Background: an optimization exercise with open tools, aiming at small area, a short achievable clock period and few clock cycles per item. Do not read the settings as production practice. Where RTL was checked, it was by simulation tests only, not by an equivalence proof against the original. The RTL of run 1 was laid out without a check of its function. Power figures rest on the tool's default switching activity, not on a simulated workload.

`flow/config.mk`:
```
export PLATFORM = sky130hd
export DESIGN_NAME = tcvt_unit
export DESIGN_NICKNAME = tcvt_unit
export VERILOG_FILES = /design/flow/design.v
export SDC_FILE = /design/flow/constraint.sdc
export NUM_CORES = 4
export LEC_CHECK = 0
export CAP_MARGIN = 20
export CORE_MARGIN = 2
export CORE_UTILIZATION = 40
export SLEW_MARGIN = 20
```
`flow/constraint.sdc`:
```
create_clock -name core_clock -period 18.0 [get_ports {clk}]
set_input_delay 3.6000 -clock core_clock [delete_from_list [all_inputs] [get_ports {clk}]]
set_output_delay 3.6000 -clock core_clock [all_outputs]
set_load 0.01 [all_outputs]
```
`flow/design.v`:
```
module tcvt_lane (
    input  wire        clk,
    input  wire        s1_f32,
    input  wire        s1_isf,
    input  wire        s1_isr,
    input  wire [9:0]  s1_scr,    
    input  wire [9:0]  s1_sc2,    
    input  wire [31:0] s1_x,
    input  wire [2:0]  s2_rm,
    input  wire        s3_isf,
    input  wire        s3_isr,
    input  wire        s3_isu,
    input  wire        s3_f32,
    input  wire        s3_big_inf_p,  
    input  wire        s3_big_inf_n,  
    output reg  [11:0] elem,
    output reg  [3:0]  flags       
);
    wire       sgn    = s1_x[31];
    wire [7:0] E      = s1_x[30:23];
    wire       e_zero = (E == 8'd0);
    wire       e_ones = &E;
    wire       f_nz   = |s1_x[22:0];
    wire is_nan  = s1_f32 & e_ones & f_nz;
    wire is_inf  = s1_f32 & e_ones & ~f_nz;
    wire is_zero = (s1_x[30:0] == 31'd0) & (s1_f32 | ~sgn);
    wire [2:0] cls = is_nan  ? {2'b11, ~s1_x[22]} :
                     is_inf  ? 3'b101 :
                     is_zero ? 3'b100 : 3'b000;
    wire m_one = &s1_x;
    wire ineg  = ~s1_f32 & sgn;
    wire inv   = ineg & ~m_one;
    wire [30:0] y = s1_f32 ? {7'd0, ~e_zero, s1_x[22:0]}
                           : {s1_x[30:1] ^ {30{ineg}}, (s1_x[0] ^ ineg) | m_one};
    reg [4:0] lz;
    integer i;
    always @* begin
        lz = 5'd0;
        for (i = 0; i < 31; i = i + 1)
            if (y[i]) lz = i[4:0];
    end
    wire [4:0] lead = s1_f32 ? 5'd23 : lz;
    wire [31:0] z = {s1_x[31:24] & {8{~s1_f32}}, s1_x[23] | s1_f32, s1_x[22:0]};
    reg [4:0] tz;
    always @* begin
        tz = 5'd0;
        for (i = 31; i >= 0; i = i - 1)
            if (z[i]) tz = i[4:0];
    end
    wire [7:0] Ep    = s1_f32 ? {E[7:1], E[0] | e_zero} : 8'd0;
    wire [9:0] r_raw = s1_scr - {2'b00, Ep};
    wire [9:0] n2    = s1_sc2 - {2'b00, Ep};
    wire [9:0] h     = {5'd0, lead} - n2;
    wire h_le0  = h[9] | (h == 10'd0);
    wire tiny   = s1_isf & h_le0;
    wire huge   = ~h_le0;
    wire ovf_big = ~h[9] & (s1_isr ? (h[8:0] >= 9'd31) : (h[8:0] >= 9'd8));
    wire [4:0] ebp = h_le0 ? 5'd0 : h[4:0];
    wire [5:0] lr  = {1'b0, lead} + (s1_isr ? 6'd5 : 6'd3);
    wire [9:0] r   = (s1_isf & ~h_le0) ? {4'd0, lr} : r_raw;
    wire [9:0] tzr = {5'd0, tz} + 10'd13;
    wire st  = $signed(tzr) <= $signed(r);
    reg [30:0] a_y;
    reg [5:0]  a_r;
    reg        a_rz, a_st, a_sgn, a_inv, a_tf, a_ovf;
    reg [2:0]  a_cls;
    reg [4:0]  a_ebp;
    always @(posedge clk) begin
        a_y   <= y;
        a_r   <= r[5:0];
        a_rz  <= r[9:6] != 4'd0;
        a_st  <= st;
        a_sgn <= sgn;
        a_inv <= inv;
        a_tf  <= s1_isf ? tiny : huge;
        a_ovf <= ovf_big;
        a_cls <= cls;
        a_ebp <= ebp;
    end
    wire [43:0] ext = {1'b0, a_y, {12{a_inv}}};
    wire [43:0] shr = ext >> a_r;
    wire [12:0] w   = a_rz ? 13'd0 : shr[12:0];
    wire c  = a_inv & ~a_st;
    wire g  = w[0] ^ c;
    wire cy = w[0] & c;
    wire inexact = g | a_st;
    reg inc;
    always @* begin
        case (s2_rm)
            3'd0:    inc = g & (a_st | w[1]);
            3'd2:    inc = a_sgn & inexact;
            3'd3:    inc = ~a_sgn & inexact;
            3'd4:    inc = g;
            default: inc = 1'b0;
        endcase
    end
    reg [11:0] b_ip;
    reg        b_incr, b_nx, b_sgn, b_tf, b_ovf;
    reg [2:0]  b_cls;
    reg [4:0]  b_ebp;
    always @(posedge clk) begin
        b_ip   <= w[12:1];
        b_incr <= cy | inc;
        b_nx   <= inexact;
        b_sgn  <= a_sgn;
        b_tf   <= a_tf;
        b_ovf  <= a_ovf;
        b_cls  <= a_cls;
        b_ebp  <= a_ebp;
    end
    wire neg_i = b_sgn & ~s3_isf;
    wire [11:0] af = s3_isr ? {1'b0, b_ebp[4:0], b_ip[5:0]} : {1'b0, b_ebp[2:0], b_ip[7:0]};
    wire [12:0] a  = s3_isf ? {1'b0, af} : ({1'b0, b_ip} ^ {13{neg_i}});
    wire [12:0] t  = a + {12'd0, b_incr ^ neg_i};
    wire mzero = (af == 12'd0) & ~b_incr;
    wire ovf   = b_ovf | (s3_isr ? (&t[10:6]) : t[11]);
    wire ip_hi = b_ip[11];
    wire ip_lo_nz = |b_ip[10:0];
    wire ip_lo_ones = &b_ip[10:0];
    wire below = b_sgn & (b_tf | (s3_isu ? (ip_hi | ip_lo_nz | b_incr) : (ip_hi & (ip_lo_nz | b_incr))));
    wire above = ~b_sgn & (b_tf | (s3_isu ? (ip_hi & ip_lo_ones & b_incr) : (ip_hi | (ip_lo_ones & b_incr))));
    wire [11:0] lo = s3_isu ? 12'h000 : 12'h800;
    wire [11:0] hi = s3_isu ? 12'hFFF : 12'h7FF;
    wire big_inf = b_sgn ? s3_big_inf_n : s3_big_inf_p;
    wire special = b_cls[2];
    wire c_nan   = b_cls[2] & b_cls[1];
    wire c_inf   = (b_cls == 3'b101);
    reg [11:0] e_n;
    reg [3:0]  f_n;
    always @* begin
        e_n = 12'h000;
        f_n = 4'd0;
        if (s3_isf) begin
            if (c_nan) begin
                e_n = s3_isr ? 12'h7E0 : 12'h800;
                f_n = {b_cls[0], 3'd0};
            end else if (c_inf) begin
                if (s3_isr) e_n = {b_sgn, 11'h7C0};
                else begin
                    e_n = {b_sgn, 11'h7FF};
                    f_n = 4'b0101;
                end
            end else if (special) begin
                e_n = {s3_isr & b_sgn, 11'd0};
            end else if (ovf) begin
                e_n = {b_sgn, s3_isr ? (big_inf ? 11'h7C0 : 11'h7BF) : 11'h7FF};
                f_n = 4'b0101;
            end else begin
                e_n = {b_sgn & (s3_isr | ~mzero), t[10:0]};
                f_n = {2'b00, b_nx & b_tf, b_nx};
            end
        end else begin
            if (c_nan) begin
                e_n = 12'h000;
                f_n = 4'b1000;
            end else if (c_inf) begin
                e_n = b_sgn ? lo : hi;
                f_n = 4'b1000;
            end else if (special) begin
                e_n = 12'h000;
            end else if (below) begin
                e_n = lo;
                f_n = {s3_f32, 3'd0};
            end else if (above) begin
                e_n = hi;
                f_n = {s3_f32, 3'd0};
            end else begin
                e_n = t[11:0];
                f_n = {3'd0, b_nx & s3_f32};
            end
        end
    end
    always @(posedge clk) begin
        elem  <= e_n;
        flags <= f_n;
    end
endmodule
module tcvt_unit (
    input  wire         clk,
    input  wire         rst,         
    input  wire         in_valid,
    input  wire         in_src_f32,  
    input  wire [1:0]   in_dst_kind, 
    input  wire [6:0]   in_shift,    
    input  wire [2:0]   in_rm,       
    input  wire [127:0] in_acc,      
    output reg          out_valid,
    output wire [47:0]  out_elem,    
    output wire [19:0]  out_flags    
);
    reg         r_valid;
    reg         r_src_f32;
    reg [1:0]   r_dst_kind;
    reg [6:0]   r_shift;
    reg [2:0]   r_rm;
    reg [127:0] r_acc;
    always @(posedge clk) begin
        r_valid    <= ~rst & in_valid;
        r_src_f32  <= in_src_f32;
        r_dst_kind <= in_dst_kind;
        r_shift    <= in_shift;
        r_rm       <= in_rm;
        r_acc      <= in_acc;
    end
    wire isf = ~r_dst_kind[1];
    wire isr = (r_dst_kind == 2'd0);
    wire isu = (r_dst_kind == 2'd3);
    reg [9:0] kr, k2;
    always @* begin
        case ({r_src_f32, r_dst_kind})
            3'b100:         begin kr = 10'd141; k2 = 10'd135; end
            3'b101:         begin kr = 10'd151; k2 = 10'd147; end
            3'b110, 3'b111: begin kr = 10'd161; k2 = 10'd161; end
            3'b000:         begin kr = -10'd9;  k2 = -10'd15; end
            3'b001:         begin kr = 10'd1;   k2 = -10'd3;  end
            default:        begin kr = 10'd11;  k2 = 10'd11;  end
        endcase
    end
    wire [9:0] s_ext = {{3{r_shift[6]}}, r_shift};
    wire [9:0] scr = s_ext + kr;
    wire [9:0] sc2 = s_ext + k2;
    reg       a_valid, b_valid;
    reg [2:0] a_rm;
    reg       a_f32, a_isf, a_isr, a_isu;
    reg       b_f32, b_isf, b_isr, b_isu, b_bip, b_bin;
    always @(posedge clk) begin
        a_valid   <= ~rst & r_valid;
        b_valid   <= ~rst & a_valid;
        out_valid <= ~rst & b_valid;
        a_rm  <= r_rm;
        a_f32 <= r_src_f32;
        a_isf <= isf;
        a_isr <= isr;
        a_isu <= isu;
        b_f32 <= a_f32;
        b_isf <= a_isf;
        b_isr <= a_isr;
        b_isu <= a_isu;
        b_bip <= (a_rm == 3'd0) | (a_rm == 3'd4) | (a_rm == 3'd3);
        b_bin <= (a_rm == 3'd0) | (a_rm == 3'd4) | (a_rm == 3'd2);
    end
    genvar l;
    generate
        for (l = 0; l < 4; l = l + 1) begin : lane
            wire [3:0] fl;
            tcvt_lane u_lane (
                .clk(clk),
                .s1_f32(r_src_f32), .s1_isf(isf), .s1_isr(isr),
                .s1_scr(scr), .s1_sc2(sc2), .s1_x(r_acc[32*l +: 32]),
                .s2_rm(a_rm),
                .s3_isf(b_isf), .s3_isr(b_isr), .s3_isu(b_isu), .s3_f32(b_f32),
                .s3_big_inf_p(b_bip), .s3_big_inf_n(b_bin),
                .elem(out_elem[12*l +: 12]), .flags(fl));
            assign out_flags[5*l +: 5] = {fl[3], 1'b0, fl[2:0]};
        end
    endgenerate
endmodule
```
`flow/run.sh`:
```
#!/bin/bash
# synth_recipe.tcl (not shown) runs the flow's synth.tcl, then flattens the netlist and writes it again
# the make line also repeats each setting of config.mk as NAME=value (left out here)
make -C /OpenROAD-flow-scripts/flow DESIGN_CONFIG=/design/flow/config.mk WORK_HOME=/design/flow/orfs CLKGATE_MAP_FILE= SYNTH_SCRIPT=/design/flow/synth_recipe.tcl finish
```
==> flow_metrics.py, run 1 <==
metrics = {
    "run_status": {
        "status": "complete, no violations",
    },
    "synth": {
        "synth-seq-area-share": 0.3050,
        "synthMuxAreaShare": 0.1265,
        "synth_compound_gate_area_share": 0.1917,
        "ys_warn_count": 2,
        "synthXorXnorAreaFrac": 0.07586,
        "synth_ff_type": "dfxtp_1",
        "synth_top_area_frac": 0.3050,
        "ys_ff_latch": 526,
        "synth-async-reset-ratio": 0,
        "synth_area_leaders": "dfxtp_1 31%, mux4_2 6.0%, xnor2_1 5.6%",
        "synth_top_family_by_area": "compound AO/OA/AOI/OAI gates",
        "syn_area_um2": 34520,
        "synth_area_per_cell_um2": 8.572,
        "yosys.area_share.adder": 0.07358,
        "ys_types": 109,
        "synth_largest_area_cell": "dfxtp_1",
        "synth_cells": 4027,
        "synthSimpleGateAreaFrac": 0.1711,
        "synth-edff-count": 0,
    },
    "setup_path": {
        "cp_max_fo": 55,
        "regToRegStartpoint": "r_src_f32",
        "max_stage_delay_ps": 780,
        "crit_top_cell": "a21oi_1",
        "crit_required_ps": 18560,
        "r2r-end": "lane[0].u_lane.a_st",
        "path_class": "register to register",
        "cp-end-kind": "register",
        "crit_buf_inv": 4,
        "crit_arrival_ps": 8610,
        "path_delay_family": "compound AO/OA/AOI/OAI gates",
        "crit_slowest_cell": "xor2_1",
        "worst-r2r-setup-slack_ps": 9960,
        "r2r_cells": 29,
        "startpoint_type": "register",
    },
    "place": {
        "place.gp.congestion": 0.9172,
        "place_ws_ps": 10100,
        "placed_area_um2": 37230,
        "dp_hpwl_um": 78000,
        "port-buffer-count": 208,
    },
    "floorplanning": {
        "io_pins": 213,
        "die-area_um2": 88660,
        "die_w_um": 297.8,
        "row_count": 107,
        "die_h_um": 297.8,
        "start_util": 0.4048,
        "coreArea_um2": 85280,
    },
    "power": {
        "vdd_drop_max_v": 0.00008859,
        "power_density_nw_per_um2": 138.3,
        "power_mw": 5.436,
        "leakagePower_nw": 15.71,
    },
    "detailed_routing": {
        "met3_length_um": 5573,
        "vias": 29620,
        "wl_per_cell_um": 19.19,
        "drt_iter0_markers": 2792,
        "dr.pass1.iters": 6,
        "ant_nets": 0,
        "wl_met2_um": 44630,
        "drt_wl_total_um": 101200,
        "drc": 0,
        "routed_via_density": 5.618,
        "highest_layer": "met4",
        "met1_length_um": 48690,
    },
    "global_route": {
        "grt_usage": 0.2198,
        "grt_remaining_overflow": 0,
        "grt_pass1_vias": 27720,
        "antenna_found_initial": 4,
        "grt_max_degree": 60,
        "grt_pass1_wl_um": 158300,
    },
    "worst_hold_path": {
        "hp-class": "register to register",
        "holdCritStartpoint": "lane[0].u_lane.a_ebp[4]",
        "holdPathEnd": "lane[0].u_lane.b_ebp[4]",
        "hold_depth": 0,
    },
    "clocking": {
        "cts_tree": "yes",
        "clockBufferDepth": 3,
        "clk_pin_slew_ps": 70,
        "cts_setup_buffers": 0,
        "cts_hold_buf": 0,
        "root_buffer": "clkbuf_16",
        "clock_latency_ps": 640,
        "clock_sinks": 526,
        "cts_inserted_buffers": 59,
        "ctsResizeCount": 0,
        "htree_num_levels": 2,
    },
    "cells_and_area": {
        "fill_cells": 8287,
        "finalInstanceArea_um2": 39290,
        "nets": 4401,
        "layout-drive-gt1-share": 0.08893,
        "area_growth_pct": 13.82,
    },
    "sta": {
        "tightest_slew_ps": 1148,
        "max_freq_ghz": 0.1243,
        "hold_violations": 0,
        "setup_tns_ps": 0,
        "finClkSkew_ps": 37.95,
        "drv_slew": 0,
        "finalCriticalPeriod_ps": 8045,
        "setup_slack_ps": 9955,
        "post-route-period-util": 0.4469,
        "setup_viol": 0,
        "rsz0062_at_grt": "false",
        "slew_headroom": 0.2290,
    },
    "job": {
        "maxCapViolations": 0,
    },
}
==> metrics by stage <==
stage,hold WS (ps),std cells,utilization
after CTS,312.6,5271,0.4606
after global placement,310.6,5160,0.4366
after floorplan,309.6,4030,-
after global routing,322.0,5271,0.4607
final,321.2,5272,0.4607
after detailed placement,312.0,5160,0.4366
==> cells in the mapped netlist, types with 50 or more instances <==
master    count
o21ai_0     202
nor2b_1      96
xor2_1       77
clkbuf_1    152
inv_1       223
nand2b_1     50
mux4_2       92
nor3_1       79
nand3_1      59
nand4_1      62
nand2_1     298
a21oi_1     294
mux2_2       53
xnor2_1     222
ha_1        150
a211oi_1     52
mux2i_1     164
nor2_1      353
dfxtp_1     526
==> worst max-delay path by stage <==
| stage | from | end | slack (ps) | cells past startpoint |
|---|---|---|---|---|
| floorplan | r_src_f32 | lane[1].u_lane.a_st | 10830 | 36 |
| global placement | r_src_f32 | lane[0].u_lane.a_st | 10230 | 29 |
| detailed placement | r_src_f32 | lane[0].u_lane.a_st | 10100 | 29 |
| CTS | r_acc[31] | lane[0].u_lane.a_st | 10070 | 28 |
| global route | r_src_f32 | lane[1].u_lane.a_st | 9220 | 32 |
| finish | r_src_f32 | lane[0].u_lane.a_st | 9960 | 29 |
==> final cells by class <==
type | instances | area [µm²] | area share
Timing Repair Buffer | 241 | 2330 | 0.05929
Tap cell | 1144 | 1431 | 0.03643
Clock buffer | 73 | 1642 | 0.04178
Clock inverter | 38 | 410.4 | 0.01044
Multi-Input combinational cell | 3019 | 22080 | 0.5619
Inverter | 230 | 863.3 | 0.02197
Sequential cell | 526 | 10540 | 0.2682
Antenna cell | 1 | 2.502 | 0.00006369
==> power breakdown <==
| group | total (mW) | internal (mW) | switching [mW] |
|---|---|---|---|
| combinational | 2.55 | 1.15 | 1.39 |
| sequential | 1.64 | 1.40 | 0.235 |
| clock | 1.25 | 0.729 | 0.523 |
==> layout by cell type, fill, tap and decap left out, types with 24 or more instances in the layout <==
cell type        instances
o21ai_0                202
ha_1                   150
a21o_1                  37
nor4_1                  42
and3_1                  26
mux2i_1                164
a31oi_1                 41
o211ai_1                26
o31ai_1                 29
nor2_1                 353
nand3_1                 59
clkbuf_16               61
inv_1                  223
nand4_1                 62
nor2b_1                 94
a211oi_1                52
dfxtp_1                523
xor2_1                  77
o22ai_1                 24
fa_1                    30
nand2b_1                50
mux2_2                  53
mux4_2                  92
nor3_1                  79
nand2_1                298
or2_2                   29
a21oi_1                294
clkdlybuf4s50_1        208
xnor2_1                222
buf_4                   33
==> layer usage <==
| metal | vias to the layer above | global-route usage |
|---|---|---|
| met4 | 0 | 0.05231 |
| li1 | 14590 | - |
| met5 | - | 0 |
| met2 | 926 | 0.3449 |
| met3 | 143 | 0.02625 |
| met1 | 13970 | 0.3200 |
==> sequential cells by signal, summed over array words and instances, names as in the netlist, 7 cells and up <==
register,flops
r_acc,128
lane.u_lane.a_ebp,20
lane.u_lane.b_ip,48
lane.u_lane.b_ebp,20
r_shift,7
lane.u_lane.a_r,24
lane.u_lane.flags,16
lane.u_lane.a_cls,12
lane.u_lane.elem,48
lane.u_lane.b_cls,12
lane.u_lane.a_y,124
==> cells by family (layout without fill, tap and decap cells) <==
group                    after synthesis  after routing
XOR/XNOR                             299            299
buffers and inverters                485            582
AND/OR/NAND/NOR                     1207           1207
AO/OA/AOI/OAI                       1011           1011
other                                  1              5
adder cells (fa/ha/maj)              186            186
multiplexers                         312            312
flip-flops                           526            526
==> inputs of run 2 (changes only) <==
--- a/flow/design.v
+++ b/flow/design.v
@@ -4,6 +4,7 @@
     input  wire        s1_isf,
     input  wire        s1_isr,
-    input  wire [9:0]  s1_scr,    
-    input  wire [9:0]  s1_sc2,    
+    input  wire [9:0]  s1_skr,    
+    input  wire [9:0]  s1_sk2,    
+    input  wire [9:0]  s1_skt,    
     input  wire [31:0] s1_x,
     input  wire [2:0]  s2_rm,
@@ -31,6 +32,9 @@
     wire ineg  = ~s1_f32 & sgn;
     wire inv   = ineg & ~m_one;
-    wire [30:0] y = s1_f32 ? {7'd0, ~e_zero, s1_x[22:0]}
-                           : {s1_x[30:1] ^ {30{ineg}}, (s1_x[0] ^ ineg) | m_one};
+    wire [30:0] y;
+    assign y[0]     = (s1_x[0] ^ ineg) | m_one;
+    assign y[22:1]  = s1_x[22:1] ^ {22{ineg}};
+    assign y[23]    = s1_f32 ? ~e_zero : (s1_x[23] ^ ineg);
+    assign y[30:24] = (s1_x[30:24] ^ {7{ineg}}) & {7{~s1_f32}};
     reg [4:0] lz;
     integer i;
@@ -40,5 +44,4 @@
             if (y[i]) lz = i[4:0];
     end
-    wire [4:0] lead = s1_f32 ? 5'd23 : lz;
     wire [31:0] z = {s1_x[31:24] & {8{~s1_f32}}, s1_x[23] | s1_f32, s1_x[22:0]};
     reg [4:0] tz;
@@ -48,27 +51,28 @@
             if (z[i]) tz = i[4:0];
     end
-    wire [7:0] Ep    = s1_f32 ? {E[7:1], E[0] | e_zero} : 8'd0;
-    wire [9:0] r_raw = s1_scr - {2'b00, Ep};
-    wire [9:0] n2    = s1_sc2 - {2'b00, Ep};
-    wire [9:0] h     = {5'd0, lead} - n2;
-    wire h_le0  = h[9] | (h == 10'd0);
-    wire tiny   = s1_isf & h_le0;
-    wire huge   = ~h_le0;
-    wire ovf_big = ~h[9] & (s1_isr ? (h[8:0] >= 9'd31) : (h[8:0] >= 9'd8));
-    wire [4:0] ebp = h_le0 ? 5'd0 : h[4:0];
+    wire [7:0] Ep  = {E[7:1], E[0] | e_zero};
+    wire [7:0] lev = s1_f32 ? Ep : {3'd0, lz};
+    wire h_le0   = ($signed({2'b00, lev}) <= $signed(s1_sk2));
+    wire ovf_big = ($signed({2'b00, lev}) >= $signed(s1_skt));
+    wire [4:0] hl  = lev[4:0] - s1_sk2[4:0];
+    wire [4:0] ebp = h_le0 ? 5'd0 : hl;
+    wire [9:0] r_f = s1_skr - {2'b00, Ep};
+    wire [9:0] r_raw = s1_f32 ? r_f : s1_skr;
+    wire [4:0] lead = s1_f32 ? 5'd23 : lz;
     wire [5:0] lr  = {1'b0, lead} + (s1_isr ? 6'd5 : 6'd3);
     wire [9:0] r   = (s1_isf & ~h_le0) ? {4'd0, lr} : r_raw;
-    wire [9:0] tzr = {5'd0, tz} + 10'd13;
-    wire st  = $signed(tzr) <= $signed(r);
+    wire tiny = s1_isf & h_le0;
+    wire huge = ~h_le0;
     reg [30:0] a_y;
     reg [5:0]  a_r;
-    reg        a_rz, a_st, a_sgn, a_inv, a_tf, a_ovf;
+    reg        a_rz, a_sgn, a_inv, a_tf, a_ovf;
     reg [2:0]  a_cls;
     reg [4:0]  a_ebp;
+    reg [4:0]  a_tz;
     always @(posedge clk) begin
         a_y   <= y;
         a_r   <= r[5:0];
         a_rz  <= r[9:6] != 4'd0;
-        a_st  <= st;
+        a_tz  <= tz;
         a_sgn <= sgn;
         a_inv <= inv;
@@ -81,4 +85,5 @@
     wire [43:0] shr = ext >> a_r;
     wire [12:0] w   = a_rz ? 13'd0 : shr[12:0];
+    wire a_st = a_rz | ({1'b0, a_tz} + 6'd13 <= {1'b0, a_r});
     wire c  = a_inv & ~a_st;
     wire g  = w[0] ^ c;
@@ -206,18 +211,19 @@
     wire isr = (r_dst_kind == 2'd0);
     wire isu = (r_dst_kind == 2'd3);
-    reg [9:0] kr, k2;
+    reg [9:0] kr, k2, kt;
     always @* begin
         case ({r_src_f32, r_dst_kind})
-            3'b100:         begin kr = 10'd141; k2 = 10'd135; end
-            3'b101:         begin kr = 10'd151; k2 = 10'd147; end
-            3'b110, 3'b111: begin kr = 10'd161; k2 = 10'd161; end
-            3'b000:         begin kr = -10'd9;  k2 = -10'd15; end
-            3'b001:         begin kr = 10'd1;   k2 = -10'd3;  end
-            default:        begin kr = 10'd11;  k2 = 10'd11;  end
+            3'b100:         begin kr = 10'd141; k2 = 10'd112; kt = 10'd143; end
+            3'b101:         begin kr = 10'd151; k2 = 10'd124; kt = 10'd132; end
+            3'b110, 3'b111: begin kr = 10'd161; k2 = 10'd138; kt = 10'd138; end
+            3'b000:         begin kr = -10'd9;  k2 = -10'd15; kt = 10'd16;  end
+            3'b001:         begin kr = 10'd1;   k2 = -10'd3;  kt = 10'd5;   end
+            default:        begin kr = 10'd11;  k2 = 10'd11;  kt = 10'd11;  end
         endcase
     end
     wire [9:0] s_ext = {{3{r_shift[6]}}, r_shift};
-    wire [9:0] scr = s_ext + kr;
-    wire [9:0] sc2 = s_ext + k2;
+    wire [9:0] skr = s_ext + kr;
+    wire [9:0] sk2 = s_ext + k2;
+    wire [9:0] skt = s_ext + kt;
     reg       a_valid, b_valid;
     reg [2:0] a_rm;
@@ -247,5 +253,5 @@
                 .clk(clk),
                 .s1_f32(r_src_f32), .s1_isf(isf), .s1_isr(isr),
-                .s1_scr(scr), .s1_sc2(sc2), .s1_x(r_acc[32*l +: 32]),
+                .s1_skr(skr), .s1_sk2(sk2), .s1_skt(skt), .s1_x(r_acc[32*l +: 32]),
                 .s2_rm(a_rm),
                 .s3_isf(b_isf), .s3_isr(b_isr), .s3_isu(b_isu), .s3_f32(b_f32),
==> run 2 against run 1 <==
Worst setup slack improved by 1700 ps. Via count increased by 1.9%. Power decreased by 12%. Final cell count increased by 0.83%. Count of clock-buffer cells in the layout increased by 6. Sequential power about the same. Utilization decreased by 0.085 points. First-iteration DRC count decreased by 6.1%. Global-route usage increased by 0.45 points. Combinational power decreased by 25%. Clock skew decreased by 6.2 ps. Wire length increased by 2.3%.
==> flow_metrics.py, run 2 <==
metrics = {
    "cells_and_area": {
        "largest-register": "r_acc",
        "layout-drive-gt1-share": 0.07790,
        "fill_cells": 8389,
        "mostFrequentLayoutCell": "dfxtp_1",
        "area_growth_pct": 13.48,
        "layout_common_cells": "536 x dfxtp_1, 380 x nor2_1, 328 x nand2_1",
        "finalInstanceArea_um2": 39280,
        "n_antenna_cell": 0,
        "largest_reg_flops": 128,
        "nets": 4452,
        "largestRegisters": "r_acc x128, lane.u_lane.a_y x124",
    },
    "clocking": {
        "cts_inserted_buffers": 61,
        "cts_hold_buf": 0,
        "clockBufferDepth": 3,
        "cts_tree": "yes",
        "clk_pin_slew_ps": 70,
        "htree_num_levels": 2,
        "clock_sinks": 542,
        "ctsResizeCount": 0,
        "root_buffer": "clkbuf_16",
        "cts_setup_buffers": 0,
        "clock_latency_ps": 650,
    },
    "setup_path": {
        "path_class": "register to register",
        "crit_arrival_ps": 6920,
        "cp-end-kind": "register",
        "crit_required_ps": 18550,
        "cp_max_fo": 51,
        "startpoint_type": "register",
    },
    "sta": {
        "finalCriticalPeriod_ps": 6371,
        "finClkSkew_ps": 31.78,
        "post-route-period-util": 0.3539,
        "slew_headroom": 0.2320,
        "tightest_slew_ps": 1144,
        "drv_slew": 0,
        "max_freq_ghz": 0.1570,
        "setup_viol": 0,
        "holdWs_ps": 323.0,
        "rsz0062_at_grt": "false",
        "hold_violations": 0,
        "setup_tns_ps": 0,
    },
    "power": {
        "leakagePower_nw": 15.53,
        "vdd_drop_max_v": 0.00007339,
        "power_mw": 4.769,
        "power_density_nw_per_um2": 121.4,
    },
    "synth": {
        "ys_types": 110,
        "synth_area_per_cell_um2": 8.471,
        "synth_largest_area_cell": "dfxtp_1",
        "synth_cells": 4086,
        "yosysMostFrequentCell": "dfxtp_1",
        "synth-async-reset-ratio": 0,
        "ys_warn_count": 2,
        "synth_area_leaders": "dfxtp_1 31%, ha_1 6.2%, xnor2_1 5.8%",
        "synth-edff-count": 0,
        "ys_ff_latch": 542,
        "synth_top_cells_by_count": "542 x dfxtp_1, 380 x nor2_1, 328 x nand2_1, 319 x a21oi_1, 228 x xnor2_1",
        "synth_ff_type": "dfxtp_1",
        "synth-seq-area-share": 0.3135,
        "syn_area_um2": 34610,
        "synth_top_area_frac": 0.3135,
    },
    "floorplanning": {
        "coreArea_um2": 85410,
        "die-area_um2": 88900,
        "start_util": 0.4052,
        "die_w_um": 298.2,
        "io_pins": 213,
        "row_count": 107,
        "die_h_um": 298.2,
    },
    "global_route": {
        "grt_pass1_wl_um": 160800,
        "grt_remaining_overflow": 0,
        "grt_max_degree": 53,
        "antenna_found_initial": 2,
        "grt_usage": 0.2242,
        "grt_pass1_vias": 28200,
    },
    "detailed_routing": {
        "drt_wl_total_um": 103500,
        "drt_iter0_markers": 2622,
        "routed_via_density": 5.678,
        "dr.pass1.iters": 6,
        "wl_per_cell_um": 19.46,
        "drc": 0,
        "ant_nets": 0,
        "vias": 30190,
    },
    "place": {
        "dp_hpwl_um": 78890,
        "port-buffer-count": 208,
        "place.gp.congestion": 0.9429,
        "placed_area_um2": 37210,
    },
    "worst_hold_path": {
        "hp-class": "register to register",
    },
    "job": {
        "maxCapViolations": 0,
    },
    "run_status": {
        "status": "complete, no violations",
    },
}
-- run 2: cell count changes in the layout (fill, tap and decap cells not counted), sizes merged, moves of 16 or more --
| cell | delta |
|---|---|
| inv | -68 |
| xor2 | -35 |
| nor2b | -31 |
| nand2 | +29 |
| a21o | +28 |
| a21oi | +25 |
| nor2 | +24 |
| ha | +22 |
| o21ai | +22 |
| mux4 | -20 |
| o22ai | +19 |
| o21bai | -17 |
| dfxtp | +16 |
| mux2 | -16 |
-- run 2: kinds of logic after synthesis --
logic type / after synthesis / share of synthesized area
adders and majority gates: 191 / 0.07201
and+or+nand+nor: 1259 / 0.1752
muxes: 291 / 0.1135
AOI/OAI and AO/OA: 1100 / 0.2054
xor gates and xnor gates: 271 / 0.06879
DFF: 542 / 0.3135
other: 1 / 0.0001083
buffers and inverters: 431 / 0.05140
-- run 2: area by class of cell --
| cell class | count | area, µm² | area share |
|---|---|---|---|
| multi-input cells | 3116 | 22010 | 0.5605 |
| flip-flops and latches | 542 | 10860 | 0.2765 |
| repair buffers | 240 | 2322 | 0.05912 |
| clock buffers | 79 | 1654 | 0.04211 |
| well taps | 1144 | 1431 | 0.03644 |
| inverters | 160 | 600.6 | 0.01529 |
| clock inverters | 35 | 396.6 | 0.01010 |
-- run 2: final timing paths --
| path | from | endpoint | slack, ps | cells after the start |
|---|---|---|---|---|
| max | r_src_f32 | lane[2].u_lane.a_r[3] | 11630 | 24 |
| min | lane[0].u_lane.a_ebp[2] | lane[0].u_lane.b_ebp[2] | 320 | 0 |
| max reg2reg | r_src_f32 | lane[2].u_lane.a_r[3] | 11630 | 24 |
| min reg2reg | lane[0].u_lane.a_ebp[2] | lane[0].u_lane.b_ebp[2] | 320 | 0 |
-- run 2: power by group --
group | leakage [nW] | total [mW] | switching (mW) | internal, mW
registers | 4.53 | 1.61 | 0.214 | 1.39
logic | 10.0 | 1.92 | 1.08 | 0.847
clock network | 0.984 | 1.24 | 0.534 | 0.706
-- run 2: routing by layer --
metal | track usage | share of wire | up-vias
li1 | - | - | 14850
met1 | 0.3278 | 0.48 | 14080
met2 | 0.3408 | 0.43 | 1061
met3 | 0.02844 | 0.062 | 191
met4 | 0.07071 | 0.031 | 0
met5 | 0 | 0 | -
-- run 2: through the flow --
stage,setup WS (ps),utilization,std cells
floorplan,12920,-,4089
global placement,11810,0.4357,5202
detailed placement,11720,0.4357,5202
CTS,11710,0.4597,5316
global route,11110,0.4599,5316
finish,11630,0.4599,5316
-- run 2: critical path, stage by stage, from the launching register on --
cell	delay, ps
dfxtp_4	600
buf_4	550
nand2b_1	180
buf_4	370
a21oi_1	70
a22oi_1	190
o311ai_0	200
a211oi_1	440
o21ai_0	140
a21oi_1	340
o21ai_0	200
ha_1	260
fa_1	460
nor2b_1	130
o21ai_0	100
a21oi_1	210
o21a_1	130
o21a_1	100
o21ai_0	80
a211o_1	390
nand2_1	100
ha_1	510
nor2_1	120
a31o_1	200
a21o_1	150
Testbench counts of run 2, summed over its fixed seeds: cycles 64,024, items 64,000.
==> inputs of run 3 (changes only) <==
--- a/flow/design.v
+++ b/flow/design.v
@@ -4,7 +4,7 @@
     input  wire        s1_isf,
     input  wire        s1_isr,
-    input  wire [9:0]  s1_skr,    
-    input  wire [9:0]  s1_sk2,    
-    input  wire [9:0]  s1_skt,    
+    input  wire [9:0]  s1_skr,
+    input  wire [9:0]  s1_sk2,
+    input  wire [9:0]  s1_skt,
     input  wire [31:0] s1_x,
     input  wire [2:0]  s2_rm,
@@ -32,33 +32,64 @@
     wire ineg  = ~s1_f32 & sgn;
     wire inv   = ineg & ~m_one;
-    wire [30:0] y;
-    assign y[0]     = (s1_x[0] ^ ineg) | m_one;
-    assign y[22:1]  = s1_x[22:1] ^ {22{ineg}};
-    assign y[23]    = s1_f32 ? ~e_zero : (s1_x[23] ^ ineg);
-    assign y[30:24] = (s1_x[30:24] ^ {7{ineg}}) & {7{~s1_f32}};
-    reg [4:0] lz;
-    integer i;
-    always @* begin
-        lz = 5'd0;
-        for (i = 0; i < 31; i = i + 1)
-            if (y[i]) lz = i[4:0];
-    end
+    wire [30:0] yi = {s1_x[30:1] ^ {30{sgn}}, (s1_x[0] ^ sgn) | m_one};
+    wire [30:0] y  = s1_f32 ? {7'd0, ~e_zero, s1_x[22:0]} : yi;
+    wire [15:0] lv1; wire [15:0] lp1;
+    wire [7:0]  lv2; wire [15:0] lp2;
+    wire [3:0]  lv3; wire [11:0] lp3;
+    wire [1:0]  lv4; wire [7:0]  lp4;
+    wire [31:0] yl = {1'b0, yi};
+    genvar j;
+    generate
+        for (j = 0; j < 16; j = j + 1) begin : l1
+            assign lv1[j] = yl[2*j+1] | yl[2*j];
+            assign lp1[j] = yl[2*j+1];
+        end
+        for (j = 0; j < 8; j = j + 1) begin : l2
+            assign lv2[j] = lv1[2*j+1] | lv1[2*j];
+            assign lp2[2*j +: 2] = lv1[2*j+1] ? {1'b1, lp1[2*j+1]} : {1'b0, lp1[2*j]};
+        end
+        for (j = 0; j < 4; j = j + 1) begin : l3
+            assign lv3[j] = lv2[2*j+1] | lv2[2*j];
+            assign lp3[3*j +: 3] = lv2[2*j+1] ? {1'b1, lp2[4*j+2 +: 2]} : {1'b0, lp2[4*j +: 2]};
+        end
+        for (j = 0; j < 2; j = j + 1) begin : l4
+            assign lv4[j] = lv3[2*j+1] | lv3[2*j];
+            assign lp4[4*j +: 4] = lv3[2*j+1] ? {1'b1, lp3[6*j+3 +: 3]} : {1'b0, lp3[6*j +: 3]};
+        end
+    endgenerate
+    wire [4:0] lz = lv4[1] ? {1'b1, lp4[7:4]} : {1'b0, lp4[3:0]};
     wire [31:0] z = {s1_x[31:24] & {8{~s1_f32}}, s1_x[23] | s1_f32, s1_x[22:0]};
-    reg [4:0] tz;
-    always @* begin
-        tz = 5'd0;
-        for (i = 31; i >= 0; i = i - 1)
-            if (z[i]) tz = i[4:0];
-    end
+    wire [15:0] tv1; wire [15:0] tp1;
+    wire [7:0]  tv2; wire [15:0] tp2;
+    wire [3:0]  tv3; wire [11:0] tp3;
+    wire [1:0]  tv4; wire [7:0]  tp4;
+    generate
+        for (j = 0; j < 16; j = j + 1) begin : t1
+            assign tv1[j] = z[2*j+1] | z[2*j];
+            assign tp1[j] = ~z[2*j];
+        end
+        for (j = 0; j < 8; j = j + 1) begin : t2
+            assign tv2[j] = tv1[2*j+1] | tv1[2*j];
+            assign tp2[2*j +: 2] = tv1[2*j] ? {1'b0, tp1[2*j]} : {1'b1, tp1[2*j+1]};
+        end
+        for (j = 0; j < 4; j = j + 1) begin : t3
+            assign tv3[j] = tv2[2*j+1] | tv2[2*j];
+            assign tp3[3*j +: 3] = tv2[2*j] ? {1'b0, tp2[4*j +: 2]} : {1'b1, tp2[4*j+2 +: 2]};
+        end
+        for (j = 0; j < 2; j = j + 1) begin : t4
+            assign tv4[j] = tv3[2*j+1] | tv3[2*j];
+            assign tp4[4*j +: 4] = tv3[2*j] ? {1'b0, tp3[6*j +: 3]} : {1'b1, tp3[6*j+3 +: 3]};
+        end
+    endgenerate
+    wire [4:0] tz = tv4[0] ? {1'b0, tp4[3:0]} : {1'b1, tp4[7:4]};
     wire [7:0] Ep  = {E[7:1], E[0] | e_zero};
     wire [7:0] lev = s1_f32 ? Ep : {3'd0, lz};
-    wire h_le0   = ($signed({2'b00, lev}) <= $signed(s1_sk2));
-    wire ovf_big = ($signed({2'b00, lev}) >= $signed(s1_skt));
+    wire h_le0   = $signed({2'b00, lev}) <= $signed(s1_sk2);
+    wire ovf_big = $signed({2'b00, lev}) >= $signed(s1_skt);
     wire [4:0] hl  = lev[4:0] - s1_sk2[4:0];
     wire [4:0] ebp = h_le0 ? 5'd0 : hl;
     wire [9:0] r_f = s1_skr - {2'b00, Ep};
     wire [9:0] r_raw = s1_f32 ? r_f : s1_skr;
-    wire [4:0] lead = s1_f32 ? 5'd23 : lz;
-    wire [5:0] lr  = {1'b0, lead} + (s1_isr ? 6'd5 : 6'd3);
+    wire [5:0] lr  = s1_f32 ? (s1_isr ? 6'd28 : 6'd26) : ({1'b0, lz} + (s1_isr ? 6'd5 : 6'd3));
     wire [9:0] r   = (s1_isf & ~h_le0) ? {4'd0, lr} : r_raw;
     wire tiny = s1_isf & h_le0;
@@ -82,7 +113,12 @@
         a_ebp <= ebp;
     end
-    wire [43:0] ext = {1'b0, a_y, {12{a_inv}}};
-    wire [43:0] shr = ext >> a_r;
-    wire [12:0] w   = a_rz ? 13'd0 : shr[12:0];
+    wire [43:0] e0 = {1'b0, a_y, {12{a_inv}}};
+    wire [43:0] e1 = a_r[5] ? {32'd0, e0[43:32]} : e0;
+    wire [27:0] e2 = a_r[4] ? e1[43:16] : e1[27:0];
+    wire [19:0] e3 = a_r[3] ? e2[27:8]  : e2[19:0];
+    wire [15:0] e4 = a_r[2] ? e3[19:4]  : e3[15:0];
+    wire [13:0] e5 = a_r[1] ? e4[15:2]  : e4[13:0];
+    wire [12:0] e6 = a_r[0] ? e5[13:1]  : e5[12:0];
+    wire [12:0] w  = a_rz ? 13'd0 : e6;
     wire a_st = a_rz | ({1'b0, a_tz} + 6'd13 <= {1'b0, a_r});
     wire c  = a_inv & ~a_st;
==> flow/flow/run.sh (new file) <==
#!/bin/bash
set -e
export BUFFER_PORTS_ARGS="-buffer_cell sky130_fd_sc_hd__buf_2"
export SETUP_SLACK_MARGIN=13.3
bash standard.sh > standard.log 2>&1
==> flow/standard.sh (new file) <==
#!/bin/bash
# synth_recipe.tcl (not shown) runs the flow's synth.tcl, then flattens the netlist and writes it again
# the make line also repeats each setting of config.mk as NAME=value (left out here)
make -C /OpenROAD-flow-scripts/flow DESIGN_CONFIG=/design/flow/config.mk WORK_HOME=/design/flow/orfs CLKGATE_MAP_FILE= SYNTH_SCRIPT=/design/flow/synth_recipe.tcl "${@:-finish}"
--- a/flow/config.mk
+++ b/flow/config.mk
@@ -9,3 +9,5 @@
 export CORE_MARGIN = 2
 export CORE_UTILIZATION = 40
+export CTS_CLUSTER_DIAMETER = 100
+export CTS_CLUSTER_SIZE = 30
 export SLEW_MARGIN = 20
removed: flow/run.sh
==> run 3 against run 2 <==
Largest cell class unchanged. Utilization shrank 0.13 points. Worst setup slack gained 1600 ps. Register-to-register slack gained 1600 ps. Critical path type unchanged.
==> flow_metrics.py, run 3 <==
metrics = {
    "run_status": {
        "status": "complete, no violations",
    },
    "clocking": {
        "cts_inserted_buffers": 28,
        "clock_sinks": 542,
        "htree_num_levels": 1,
        "cts_hold_buf": 0,
        "clockBufferDepth": 3,
        "clock_latency_ps": 650,
        "clk_pin_slew_ps": 110,
        "root_buffer": "clkbuf_16",
        "cts_tree": "yes",
    },
    "cells_and_area": {
        "finalInstanceArea_um2": 36940,
        "largestRegisters": "r_acc x128, lane.u_lane.a_y x124",
        "register_area_um2": 10990,
        "area_growth_pct": 13.31,
        "finalCoreUtilization": 0.4586,
        "nets": 4273,
        "fill_cells": 7811,
        "largest_reg_flops": 128,
        "mostFrequentLayoutCell": "dfxtp_1",
        "multi_input_area_um2": 20680,
        "layout_common_cells": "460 x dfxtp_1, 331 x nor2_1, 260 x a21oi_1",
        "layout-drive-gt1-share": 0.1762,
        "largest-register": "r_acc",
    },
    "sta": {
        "finClkSkew_ps": 52.96,
        "finalCriticalPeriod_ps": 4805,
        "max_freq_ghz": 0.2081,
        "hold_violations": 0,
        "rsz0062_at_grt": "true",
        "setup_tns_ps": 0,
        "tightest_slew_ps": 1216,
        "drv_slew": 0,
        "setup_viol": 0,
        "post-route-period-util": 0.2669,
        "holdWs_ps": 329.5,
        "slew_headroom": 0.1835,
    },
    "floorplanning": {
        "start_util": 0.4047,
        "coreArea_um2": 80550,
        "io_pins": 213,
        "die_w_um": 289.5,
        "row_count": 104,
        "die-area_um2": 83800,
        "die_h_um": 289.5,
    },
    "synth": {
        "synth_top_area_frac": 0.3328,
        "syn_area_um2": 32600,
        "synth-seq-area-share": 0.3328,
        "synth-async-reset-ratio": 0,
        "ys_ff_latch": 542,
        "synth_area_leaders": "dfxtp_1 33%, ha_1 6.4%, xnor2_1 6.3%",
        "synth-edff-count": 0,
        "synth_largest_area_cell": "dfxtp_1",
        "ys_warn_count": 2,
        "yosysMostFrequentCell": "dfxtp_1",
        "synth_area_per_cell_um2": 8.483,
        "ys_types": 97,
        "synth_ff_type": "dfxtp_1",
        "synth_top_cells_by_count": "542 x dfxtp_1, 334 x nor2_1, 267 x a21oi_1, 236 x xnor2_1, 235 x nand2_1",
        "synth_cells": 3843,
    },
    "detailed_routing": {
        "wl_per_cell_um": 20.43,
        "drt_wl_total_um": 102700,
        "drc": 0,
        "drt_iter0_markers": 2647,
        "ant_nets": 0,
        "routed_via_density": 5.686,
        "vias": 28570,
        "dr.pass1.iters": 6,
    },
    "global_route": {
        "grt_pass1_wl_um": 155000,
        "grt_remaining_overflow": 0,
        "antenna_found_initial": 2,
        "grt_usage": 0.2337,
        "grt_pass1_vias": 26230,
        "grt_max_degree": 61,
    },
    "power": {
        "leakagePower_nw": 14.83,
        "vdd_drop_max_v": 0.00009244,
        "power_density_nw_per_um2": 112.2,
    },
    "worst_hold_path": {
        "hp-class": "register to register",
        "hold_depth": 0,
    },
    "setup_path": {
        "crit_chain": "nor2_4, clkinvlp_4, ha_1, or3_1, a21o_1, o211a_1, or3_2, ha_1, a31o_1, a21o_1, a221oi_2, o31ai_2, buf_4, ha_4, buf_2, or3_1, o21ai_0, a31oi_1",
        "worst-r2r-setup-slack_ps": 13200,
        "path_delay_family": "simple AND/OR/NAND/NOR gates",
        "path_class": "register to register",
        "crit_slowest_cell": "or3_2",
        "cp-end-kind": "register",
        "r2r_cells": 18,
        "max_stage_delay_ps": 580,
        "crit_buf_inv": 3,
        "cp_max_fo": 19,
        "crit_arrival_ps": 5300,
        "cp_num_cells": 18,
        "startpoint_type": "register",
        "crit_required_ps": 18500,
    },
    "job": {
        "maxCapViolations": 0,
    },
    "place": {
        "port-buffer-count": 208,
        "dp_hpwl_um": 77490,
        "place.gp.congestion": 0.9145,
        "placed_area_um2": 34170,
    },
}
-- run 3: logic make-up after synthesis --
family	synth area share
DFF	0.3328
other	0.0001150
AOI/OAI and AO/OA	0.2059
and+or+nand+nor	0.1720
xor gates and xnor gates	0.07738
muxes	0.08383
buffers and inverters	0.05174
adders and majority gates	0.07619
-- run 3: metal layers --
layer | up-vias | GRT usage | share of wire
met4 | 0 | 0.06186 | 0.027
met5 | - | 0 | 0
met2 | 973 | 0.3656 | 0.44
li1 | 13990 | - | -
met3 | 127 | 0.03157 | 0.064
met1 | 13480 | 0.3364 | 0.47
-- run 3: path summary, 6_finish.rpt --
check	endpoint	start
setup / recovery	lane[0].u_lane.a_r[3]	r_dst_kind[1]
hold / removal	lane[2].u_lane.b_ebp[1]	lane[2].u_lane.a_ebp[1]
setup reg to reg	lane[0].u_lane.a_r[3]	r_dst_kind[1]
hold reg to reg	lane[2].u_lane.b_ebp[1]	lane[2].u_lane.a_ebp[1]
-- run 3: repair_timing --
| item | in CTS | in global routing |
|---|---|---|
| pin swaps | 10 | 30 |
| gates resized for setup | 157 | 137 |
| cloned | 0 | 2 |
| setup buffers | 29 | 62 |
| endpoints found under the hold margin | 0 | 0 |
| endpoints found under the setup margin | 94 | 102 |
-- run 3: final cells by class --
class | count | share of cell area
Antenna cell | 3 | 0.0002032
Sequential cell | 542 | 0.2975
Clock inverter | 17 | 0.007079
Multi-Input combinational cell | 2868 | 0.5599
Tap cell | 1060 | 0.03590
Inverter | 178 | 0.01853
Clock buffer | 29 | 0.01907
Timing Repair Buffer | 328 | 0.06178
-- run 3: metrics by stage --
| stage | instances | worst slack [ps] | total power [mW] |
|---|---|---|---|
| 4_1_cts | 4958 | 13220 | 4.093 |
| 3_5_place_dp | 4883 | 12000 | 3.263 |
| 2_1_floorplan | 3846 | 13260 | 2.802 |
| 6_report | 5025 | 13200 | 4.143 |
| 5_1_grt | 5023 | 13080 | 4.410 |
| 3_3_place_gp | 4883 | 12080 | 3.255 |
-- run 3: power by group --
part           total, mW  switching [mW]  internal, mW
sequential          1.62           0.237          1.39
combinational       1.75           0.958         0.788
clock              0.776           0.461         0.315
total               4.14            1.66          2.49
Testbench counts of run 3, summed over its fixed seeds: cycles 64,024, items 64,000.
==> inputs of run 4 (changes only) <==
--- a/flow/design.v
+++ b/flow/design.v
@@ -9,4 +9,6 @@
     input  wire [31:0] s1_x,
     input  wire [2:0]  s2_rm,
+    input  wire        s2_isf,
+    input  wire        s2_isr,
     input  wire        s3_isf,
     input  wire        s3_isr,
@@ -136,10 +138,11 @@
         endcase
     end
+    wire [11:0] pk = ~s2_isf ? w[12:1] :
+                     s2_isr  ? {1'b0, a_ebp[4:0], w[6:1]} : {1'b0, a_ebp[2:0], w[8:1]};
     reg [11:0] b_ip;
     reg        b_incr, b_nx, b_sgn, b_tf, b_ovf;
     reg [2:0]  b_cls;
-    reg [4:0]  b_ebp;
     always @(posedge clk) begin
-        b_ip   <= w[12:1];
+        b_ip   <= pk;
         b_incr <= cy | inc;
         b_nx   <= inexact;
@@ -148,8 +151,7 @@
         b_ovf  <= a_ovf;
         b_cls  <= a_cls;
-        b_ebp  <= a_ebp;
     end
     wire neg_i = b_sgn & ~s3_isf;
-    wire [11:0] af = s3_isr ? {1'b0, b_ebp[4:0], b_ip[5:0]} : {1'b0, b_ebp[2:0], b_ip[7:0]};
+    wire [11:0] af = b_ip;
     wire [12:0] a  = s3_isf ? {1'b0, af} : ({1'b0, b_ip} ^ {13{neg_i}});
     wire [12:0] t  = a + {12'd0, b_incr ^ neg_i};
@@ -290,5 +292,5 @@
                 .s1_f32(r_src_f32), .s1_isf(isf), .s1_isr(isr),
                 .s1_skr(skr), .s1_sk2(sk2), .s1_skt(skt), .s1_x(r_acc[32*l +: 32]),
-                .s2_rm(a_rm),
+                .s2_rm(a_rm), .s2_isf(a_isf), .s2_isr(a_isr),
                 .s3_isf(b_isf), .s3_isr(b_isr), .s3_isu(b_isu), .s3_f32(b_f32),
                 .s3_big_inf_p(b_bip), .s3_big_inf_n(b_bin),
--- a/flow/config.mk
+++ b/flow/config.mk
@@ -8,5 +8,5 @@
 export CAP_MARGIN = 20
 export CORE_MARGIN = 2
-export CORE_UTILIZATION = 40
+export CORE_UTILIZATION = 60
 export CTS_CLUSTER_DIAMETER = 100
 export CTS_CLUSTER_SIZE = 30
==> run 4 against run 3 <==
Count of clock-buffer cells in the layout unchanged. Combinational power shrank 4%. Sequential share of layout area decreased by 0.11 points. Die area shrank 33%. Critical path depth fell by 17. Clock power down 3.2%. Clock skew is 25 ps lower. Hold slack improved by 6.2 ps. Critical endpoint is now out_elem[8]. Largest power group unchanged.
==> flow_metrics.py, run 4 <==
metrics = {
    "run_status": {
        "status": "complete, no violations",
    },
    "synth": {
        "synth_top_area_frac": 0.3208,
        "yosysMostFrequentCell": "dfxtp_1",
        "synth_largest_area_cell": "dfxtp_1",
        "synth_cells": 3889,
        "syn_area_um2": 32570,
        "synth-edff-count": 0,
        "synth_top_cells_by_count": "522 x dfxtp_1, 340 x nor2_1, 304 x a21oi_1, 236 x nand2_1, 211 x xnor2_1",
        "ys_warn_count": 2,
        "synth_area_leaders": "dfxtp_1 32%, ha_1 6.5%, xnor2_1 5.7%",
        "ys_ff_latch": 522,
        "synth_ff_type": "dfxtp_1",
        "ys_types": 108,
        "synth_area_per_cell_um2": 8.376,
        "synth-async-reset-ratio": 0,
        "synth-seq-area-share": 0.3208,
    },
    "detailed_routing": {
        "routed_via_density": 6.452,
        "ant_nets": 0,
        "drt_wl_total_um": 100900,
        "vias": 29940,
        "drt_iter0_markers": 2811,
        "dr.pass1.iters": 6,
        "drc": 0,
        "wl_per_cell_um": 21.75,
    },
    "sta": {
        "max_freq_ghz": 0.2135,
        "finClkSkew_ps": 28.18,
        "rsz0062_at_grt": "true",
        "hold_violations": 0,
        "tightest_slew_ps": 1164,
        "setup_tns_ps": 0,
        "finalCriticalPeriod_ps": 4685,
        "slew_headroom": 0.2184,
        "setup_viol": 0,
        "drv_slew": 0,
        "post-route-period-util": 0.2603,
    },
    "job": {
        "maxCapViolations": 0,
    },
    "place": {
        "place.gp.congestion": 1.001,
        "placed_cells": 4546,
        "dp_hpwl_um": 75550,
        "port-buffer-count": 208,
    },
    "clocking": {
        "cts_tree": "yes",
        "clockBufferDepth": 3,
        "clock_latency_ps": 630,
        "clk_pin_slew_ps": 110,
        "clock_sinks": 522,
        "cts_inserted_buffers": 27,
        "htree_num_levels": 1,
        "root_buffer": "clkbuf_16",
    },
    "cells_and_area": {
        "area_growth_pct": 9.242,
        "register_area_um2": 10550,
        "largestRegisters": "r_acc x128, lane.u_lane.a_y x124",
        "layout_common_cells": "462 x dfxtp_1, 336 x nor2_1, 297 x a21oi_1",
        "fill_cells": 4451,
        "n_antenna_cell": 0,
        "fin_cells": 4640,
        "multi_input_area_um2": 20770,
        "layout-drive-gt1-share": 0.1592,
        "largest-register": "r_acc",
        "largest_reg_flops": 128,
        "nets": 4255,
        "mostFrequentLayoutCell": "dfxtp_1",
    },
    "floorplanning": {
        "coreArea_um2": 53710,
        "die_h_um": 237.0,
        "die-area_um2": 56170,
        "io_pins": 213,
        "die_w_um": 237.0,
        "start_util": 0.6065,
        "row_count": 85,
    },
    "setup_path": {
        "crit_buf_inv": 1,
        "path_class": "register to output pin",
        "regToRegStartpoint": "r_dst_kind[1]",
        "path_delay_family": "flip-flops",
        "crit_arrival_ps": 1080,
        "cp-end-kind": "output pin",
        "cp_max_fo": 1,
        "worst-r2r-setup-slack_ps": 13360,
        "max_stage_delay_ps": 340,
        "startpoint_type": "register",
        "crit_chain": "buf_6",
        "crit_slowest_cell": "dfxtp_2",
        "crit_required_ps": 14400,
        "r2r-end": "lane[3].u_lane.a_r[1]",
        "r2r_cells": 18,
    },
    "worst_hold_path": {
        "holdPathEnd": "lane[2].u_lane.b_cls[2]",
        "hp-class": "register to register",
        "holdCritStartpoint": "lane[2].u_lane.a_cls[2]",
        "hold_depth": 0,
    },
    "global_route": {
        "grt_pass1_vias": 28440,
        "grt_pass1_wl_um": 155700,
        "grt_max_degree": 75,
        "grt_usage": 0.3441,
        "grt_remaining_overflow": 0,
        "antenna_found_initial": 1,
    },
    "power": {
        "vdd_drop_max_v": 0.00007838,
        "leakagePower_nw": 14.46,
        "power_mw": 4.005,
        "power_density_nw_per_um2": 112.5,
    },
}
[run 4: changes by cell type after synthesis, moves of 9 or more]
cell     previous run  this run
a21o_1             40        51
a21oi_1           267       304
a22o_1              2        17
a22oi_1            22        31
a31oi_1            47        67
dfxtp_1           542       522
inv_1             160       170
mux2i_1           132        96
o21ai_0           189       206
or2_2              18        33
xnor2_1           236       211
[run 4: metal layers]
metal	global-route usage	vias up	wire [µm]
met2	0.5483	1472	45430
met3	0.05409	281	8898
met4	0.1440	2	4310
li1	-	14100	-
met1	0.4651	14080	42280
met5	0	-	13
[run 4: final cells by class]
cell class,instances,area share
Timing Repair Buffer,275,0.04863
Clock buffer,29,0.01920
Sequential cell,522,0.2964
Inverter,186,0.02004
Clock inverter,16,0.007630
Tap cell,696,0.02447
Multi-Input combinational cell,2916,0.5836
[run 4: report_power, final]
part	switching, mW	internal (mW)
logic	0.940	0.736
clock network	0.434	0.317
registers	0.253	1.33
total	1.63	2.38
[run 4: worst max path at each step]
| stage | from | end | slack, ps | cells after the start |
|---|---|---|---|---|
| floorplan | r_src_f32 | lane[3].u_lane.a_r[1] | 13270 | 23 |
| global placement | r_dst_kind[1] | lane[3].u_lane.a_r[1] | 12610 | 18 |
| detailed placement | r_dst_kind[1] | lane[3].u_lane.a_r[1] | 12420 | 18 |
| CTS | r_dst_kind[1] | lane[3].u_lane.a_r[1] | 13200 | 18 |
| global route | r_dst_kind[1] | lane[3].u_lane.a_r[1] | 13130 | 18 |
| finish | lane[0].u_lane.elem[8] | out_elem[8] | 13320 | 1 |
[run 4: what timing repair did]
action,CTS,global route
pin swaps,2,17
buffers inserted,13,36
resized for setup,64,127
endpoints found under the setup margin,58,89
hold buffers,0,0
[run 4: logic make-up (layout without fill, tap and decap cells)]
group,Yosys count,count (layout),synth area share
compound gates,1133,1133,0.2281
fa+ha+maj,189,189,0.07560
simple gates,1141,1141,0.1752
buf+inv,454,506,0.05470
mux,192,192,0.07590
xor+xnor,257,257,0.06953
other cells,1,4,0.0001151
flops,522,522,0.3208
[run 4: through the flow]
step | utilization | hold WS (ps) | setup slack, ps | cell area, µm²
finish | 0.6625 | 335.6 | 13320 | 35580
global route | 0.6625 | 342.6 | 13130 | 35580
CTS | 0.6487 | 336.1 | 13200 | 34840
detailed placement | 0.6255 | 312.1 | 12420 | 33590
global placement | 0.6249 | 310.8 | 12610 | 33560
floorplan | - | 309.6 | 13270 | 32630
Testbench counts of run 4, summed over its fixed seeds: cycles 64,024, items 64,000.
==> inputs of run 5 (changes only) <==
--- a/flow/design.v
+++ b/flow/design.v
@@ -28,7 +28,5 @@
     wire is_inf  = s1_f32 & e_ones & ~f_nz;
     wire is_zero = (s1_x[30:0] == 31'd0) & (s1_f32 | ~sgn);
-    wire [2:0] cls = is_nan  ? {2'b11, ~s1_x[22]} :
-                     is_inf  ? 3'b101 :
-                     is_zero ? 3'b100 : 3'b000;
+    wire [1:0] spc = is_nan ? {1'b1, ~s1_x[22]} : {1'b0, is_inf};
     wire m_one = &s1_x;
     wire ineg  = ~s1_f32 & sgn;
@@ -90,15 +88,15 @@
     wire ovf_big = $signed({2'b00, lev}) >= $signed(s1_skt);
     wire [4:0] hl  = lev[4:0] - s1_sk2[4:0];
-    wire [4:0] ebp = h_le0 ? 5'd0 : hl;
+    wire [4:0] ebp = (h_le0 | is_zero) ? 5'd0 : hl;
     wire [9:0] r_f = s1_skr - {2'b00, Ep};
     wire [9:0] r_raw = s1_f32 ? r_f : s1_skr;
     wire [5:0] lr  = s1_f32 ? (s1_isr ? 6'd28 : 6'd26) : ({1'b0, lz} + (s1_isr ? 6'd5 : 6'd3));
-    wire [9:0] r   = (s1_isf & ~h_le0) ? {4'd0, lr} : r_raw;
-    wire tiny = s1_isf & h_le0;
-    wire huge = ~h_le0;
+    wire [9:0] r   = is_zero ? 10'd0 : (s1_isf & ~h_le0) ? {4'd0, lr} : r_raw;
+    wire huge = (~h_le0 & ~is_zero) | is_inf;
+    wire ovfb = (ovf_big & ~is_zero) | is_inf;
     reg [30:0] a_y;
     reg [5:0]  a_r;
-    reg        a_rz, a_sgn, a_inv, a_tf, a_ovf;
-    reg [2:0]  a_cls;
+    reg        a_rz, a_sgn, a_inv, a_ho;
+    reg [1:0]  a_spc;
     reg [4:0]  a_ebp;
     reg [4:0]  a_tz;
@@ -110,7 +108,6 @@
         a_sgn <= sgn;
         a_inv <= inv;
-        a_tf  <= s1_isf ? tiny : huge;
-        a_ovf <= ovf_big;
-        a_cls <= cls;
+        a_ho  <= s1_isf ? ovfb : huge;
+        a_spc <= spc;
         a_ebp <= ebp;
     end
@@ -138,17 +135,15 @@
         endcase
     end
-    wire [11:0] pk = ~s2_isf ? w[12:1] :
-                     s2_isr  ? {1'b0, a_ebp[4:0], w[6:1]} : {1'b0, a_ebp[2:0], w[8:1]};
+    wire [11:0] pk = ~s2_isf ? (a_ho ? 12'hFFF : w[12:1]) :
+                     s2_isr  ? {a_ho, a_ebp[4:0], w[6:1]} : {a_ho, a_ebp[2:0], w[8:1]};
     reg [11:0] b_ip;
-    reg        b_incr, b_nx, b_sgn, b_tf, b_ovf;
-    reg [2:0]  b_cls;
+    reg        b_incr, b_nx, b_sgn;
+    reg [1:0]  b_spc;
     always @(posedge clk) begin
         b_ip   <= pk;
-        b_incr <= cy | inc;
+        b_incr <= cy | inc | (~s2_isf & a_ho);
         b_nx   <= inexact;
         b_sgn  <= a_sgn;
-        b_tf   <= a_tf;
-        b_ovf  <= a_ovf;
-        b_cls  <= a_cls;
+        b_spc  <= a_spc;
     end
     wire neg_i = b_sgn & ~s3_isf;
@@ -156,17 +151,17 @@
     wire [12:0] a  = s3_isf ? {1'b0, af} : ({1'b0, b_ip} ^ {13{neg_i}});
     wire [12:0] t  = a + {12'd0, b_incr ^ neg_i};
-    wire mzero = (af == 12'd0) & ~b_incr;
-    wire ovf   = b_ovf | (s3_isr ? (&t[10:6]) : t[11]);
+    wire mzero = (af[10:0] == 11'd0) & ~b_incr;
+    wire ovf   = t[12] | t[11] | (s3_isr & (&t[10:6]));
+    wire tiny  = s3_isr ? (b_ip[10:6] == 5'd0) : (b_ip[10:8] == 3'd0);
     wire ip_hi = b_ip[11];
     wire ip_lo_nz = |b_ip[10:0];
     wire ip_lo_ones = &b_ip[10:0];
-    wire below = b_sgn & (b_tf | (s3_isu ? (ip_hi | ip_lo_nz | b_incr) : (ip_hi & (ip_lo_nz | b_incr))));
-    wire above = ~b_sgn & (b_tf | (s3_isu ? (ip_hi & ip_lo_ones & b_incr) : (ip_hi | (ip_lo_ones & b_incr))));
+    wire below = b_sgn & ((s3_isu ? (ip_hi | ip_lo_nz | b_incr) : (ip_hi & (ip_lo_nz | b_incr))));
+    wire above = ~b_sgn & ((s3_isu ? (ip_hi & ip_lo_ones & b_incr) : (ip_hi | (ip_lo_ones & b_incr))));
     wire [11:0] lo = s3_isu ? 12'h000 : 12'h800;
     wire [11:0] hi = s3_isu ? 12'hFFF : 12'h7FF;
     wire big_inf = b_sgn ? s3_big_inf_n : s3_big_inf_p;
-    wire special = b_cls[2];
-    wire c_nan   = b_cls[2] & b_cls[1];
-    wire c_inf   = (b_cls == 3'b101);
+    wire c_nan   = b_spc[1];
+    wire c_inf   = (b_spc == 2'b01);
     reg [11:0] e_n;
     reg [3:0]  f_n;
@@ -177,13 +172,7 @@
             if (c_nan) begin
                 e_n = s3_isr ? 12'h7E0 : 12'h800;
-                f_n = {b_cls[0], 3'd0};
-            end else if (c_inf) begin
-                if (s3_isr) e_n = {b_sgn, 11'h7C0};
-                else begin
-                    e_n = {b_sgn, 11'h7FF};
-                    f_n = 4'b0101;
-                end
-            end else if (special) begin
-                e_n = {s3_isr & b_sgn, 11'd0};
+                f_n = {b_spc[0], 3'd0};
+            end else if (c_inf & s3_isr) begin
+                e_n = {b_sgn, 11'h7C0};
             end else if (ovf) begin
                 e_n = {b_sgn, s3_isr ? (big_inf ? 11'h7C0 : 11'h7BF) : 11'h7FF};
@@ -191,5 +180,5 @@
             end else begin
                 e_n = {b_sgn & (s3_isr | ~mzero), t[10:0]};
-                f_n = {2'b00, b_nx & b_tf, b_nx};
+                f_n = {2'b00, b_nx & tiny, b_nx};
             end
         end else begin
@@ -197,9 +186,4 @@
                 e_n = 12'h000;
                 f_n = 4'b1000;
-            end else if (c_inf) begin
-                e_n = b_sgn ? lo : hi;
-                f_n = 4'b1000;
-            end else if (special) begin
-                e_n = 12'h000;
             end else if (below) begin
                 e_n = lo;
==> run 5 against run 4 <==
Die area decreased by 1.6%. Worst setup slack improved by 12 ps. Via count decreased by 2.0%.
==> flow_metrics.py, run 5 <==
metrics = {
    "cells_and_area": {
        "n_antenna_cell": 0,
        "largest_reg_flops": 128,
        "area_growth_pct": 8.337,
        "mostFrequentLayoutCell": "dfxtp_1",
    },
    "power": {
        "seqPwrFrac": 0.389,
        "power_mw": 3.909,
        "power_density_nw_per_um2": 112.5,
        "switching_share": 0.4110,
        "p_sw_mw": 1.606,
    },
    "floorplanning": {
        "io_pins": 213,
        "row_count": 84,
        "die_h_um": 235.1,
    },
    "sta": {
        "setup_tns_ps": 0,
        "finClkSkew_ps": 40.51,
        "max_freq_ghz": 0.2140,
        "hold_violations": 0,
        "rsz0062_at_grt": "true",
        "setup_viol": 0,
        "tightest_slew_ps": 1150,
    },
    "clocking": {
        "cts_inserted_buffers": 25,
        "htree_num_levels": 1,
    },
    "setup_path": {
        "crit_end": "out_elem[5]",
        "cp-end-kind": "output pin",
        "r2r-end": "lane[2].u_lane.a_r[1]",
        "cp_max_fo": 1,
        "crit_required_ps": 14400,
        "crit_arrival_ps": 1070,
        "max_stage_delay_ps": 350,
        "path_class": "register to output pin",
        "cp_num_cells": 1,
        "regToRegStartpoint": "r_src_f32",
    },
    "place": {
        "place.gp.congestion": 0.9782,
        "place_ws_ps": 12950,
        "port-buffer-count": 208,
    },
    "global_route": {
        "grt_max_degree": 63,
        "grt_pass1_vias": 27380,
        "grt_pass1_wl_um": 148300,
    },
    "synth": {
        "syn_area_um2": 32060,
        "ys_types": 119,
        "synth_top_area_frac": 0.3135,
        "synth-edff-count": 0,
        "synth-seq-area-share": 0.3135,
        "synth-async-reset-ratio": 0,
        "ys_warn_count": 2,
    },
    "worst_hold_path": {
        "hp-class": "register to register",
    },
    "run_status": {
        "status": "complete, no violations",
    },
    "detailed_routing": {
        "dr.pass1.iters": 7,
        "drc": 0,
        "ant_nets": 0,
    },
}
==> run 5: changes by cell type in the layout (fill, tap and decap cells not counted), moves of 17 or more <==
| cell | delta |
|---|---|
| nand2_1 | +40 |
| a31oi_1 | -31 |
| nor2_1 | +30 |
| a211oi_1 | -29 |
| dfxtp_2 | -28 |
| a21oi_1 | -26 |
| o21a_1 | -23 |
| inv_1 | +22 |
| mux2i_1 | +21 |
| a21o_1 | +20 |
| buf_6 | -19 |
| o21ai_0 | +17 |
==> run 5: routing by layer <==
layer	GRT usage	wire [µm]	vias up
li1	-	-	13870
met1	0.4451	40620	13870
met2	0.5349	44150	1366
met3	0.04057	7600	234
met4	0.1222	3877	0
met5	0	0	-
==> run 5: stage by stage <==
stage	utilization	std cells	hold WS, ps
floorplan	-	3863	309.6
global route	0.6596	4611	337.7
CTS	0.6500	4588	336.0
global placement	0.6296	4534	314.4
finish	0.6596	4611	335.3
detailed placement	0.6297	4534	312.1
==> run 5: worst min-delay path by stage <==
stage | start | endpoint | slack [ps] | depth (start not counted)
2_1_floorplan | r_rm[0] | a_rm[0] | 310 | 0
3_3_place_gp | lane[2].u_lane.a_spc[1] | lane[2].u_lane.b_spc[1] | 310 | 0
3_5_place_dp | a_isu | b_isu | 310 | 0
4_1_cts | lane[0].u_lane.a_spc[0] | lane[0].u_lane.b_spc[0] | 340 | 0
5_1_grt | lane[0].u_lane.a_spc[0] | lane[0].u_lane.b_spc[0] | 340 | 0
6_report | a_f32 | b_f32 | 340 | 0
==> run 5: final cells by class <==
class,count,area [µm²],area share
Tap cell,688,860.8,0.02479
Timing Repair Buffer,275,1679,0.04835
Inverter,204,785.8,0.02262
Clock buffer,27,643.1,0.01852
Clock inverter,11,192.7,0.005548
Sequential cell,502,10090,0.2906
Multi-Input combinational cell,2904,20470,0.5895
==> run 5: logic make-up after synthesis <==
kind of cell               share of synthesized area
other                                      0.0001170
DFF                                           0.3135
AOI/OAI and AO/OA                             0.2108
muxes                                        0.08657
and+or+nand+nor                               0.1840
xor gates and xnor gates                     0.07408
buffers and inverters                        0.05655
adders and majority gates                    0.07439
==> run 5: power by group through the flow <==
stage	clock, mW	combinational [mW]	sequential, mW
final	0.690	1.70	1.52
after global routing	0.734	1.85	1.55
after CTS	0.700	1.65	1.51
after detailed placement	0	1.62	1.54
after global placement	0	1.58	1.53
after floorplan	0	1.31	1.41
==> run 5: timing repair <==
action,4_1_cts,5_1_grt
pin swaps,3,11
gates cloned,0,3
setup endpoints to repair,41,61
resized for setup,32,72
setup buffers,16,19
Testbench counts of run 5, summed over its fixed seeds: cycles 64,024, items 64,000.

re-timing with driven ports:
How much do the figures lean on ideal ports? The routed layouts below were timed once more, with nothing changed but the port constraints. Step 1: set_driving_cell puts a clkbuf_16 on clk and a buf_2 on each other input, an assumption about the parent block. Step 2 times the ports against the registers' clock, not the clock port: input delays grow and output delays shrink by t, the midpoint of the rising clock arrivals with the driver on. a / b / c = no drivers / after step 1 / after step 2; a / b = the first two.
| run | t, ns | slack for setup (ns) |
|---|---|---|
| run 1 | 0.692 | 9.955 / 9.955 / 9.955 |
| run 2 | 0.710 | 11.629 / 11.629 / 11.629 |
| run 3 | 0.700 | 13.195 / 13.195 / 13.195 |
| run 4 | 0.682 | 13.315 / 13.252 / 13.356 |
| run 5 | 0.674 | 13.327 / 13.264 / 13.441 |
After both steps setup and hold are still met in every run listed.
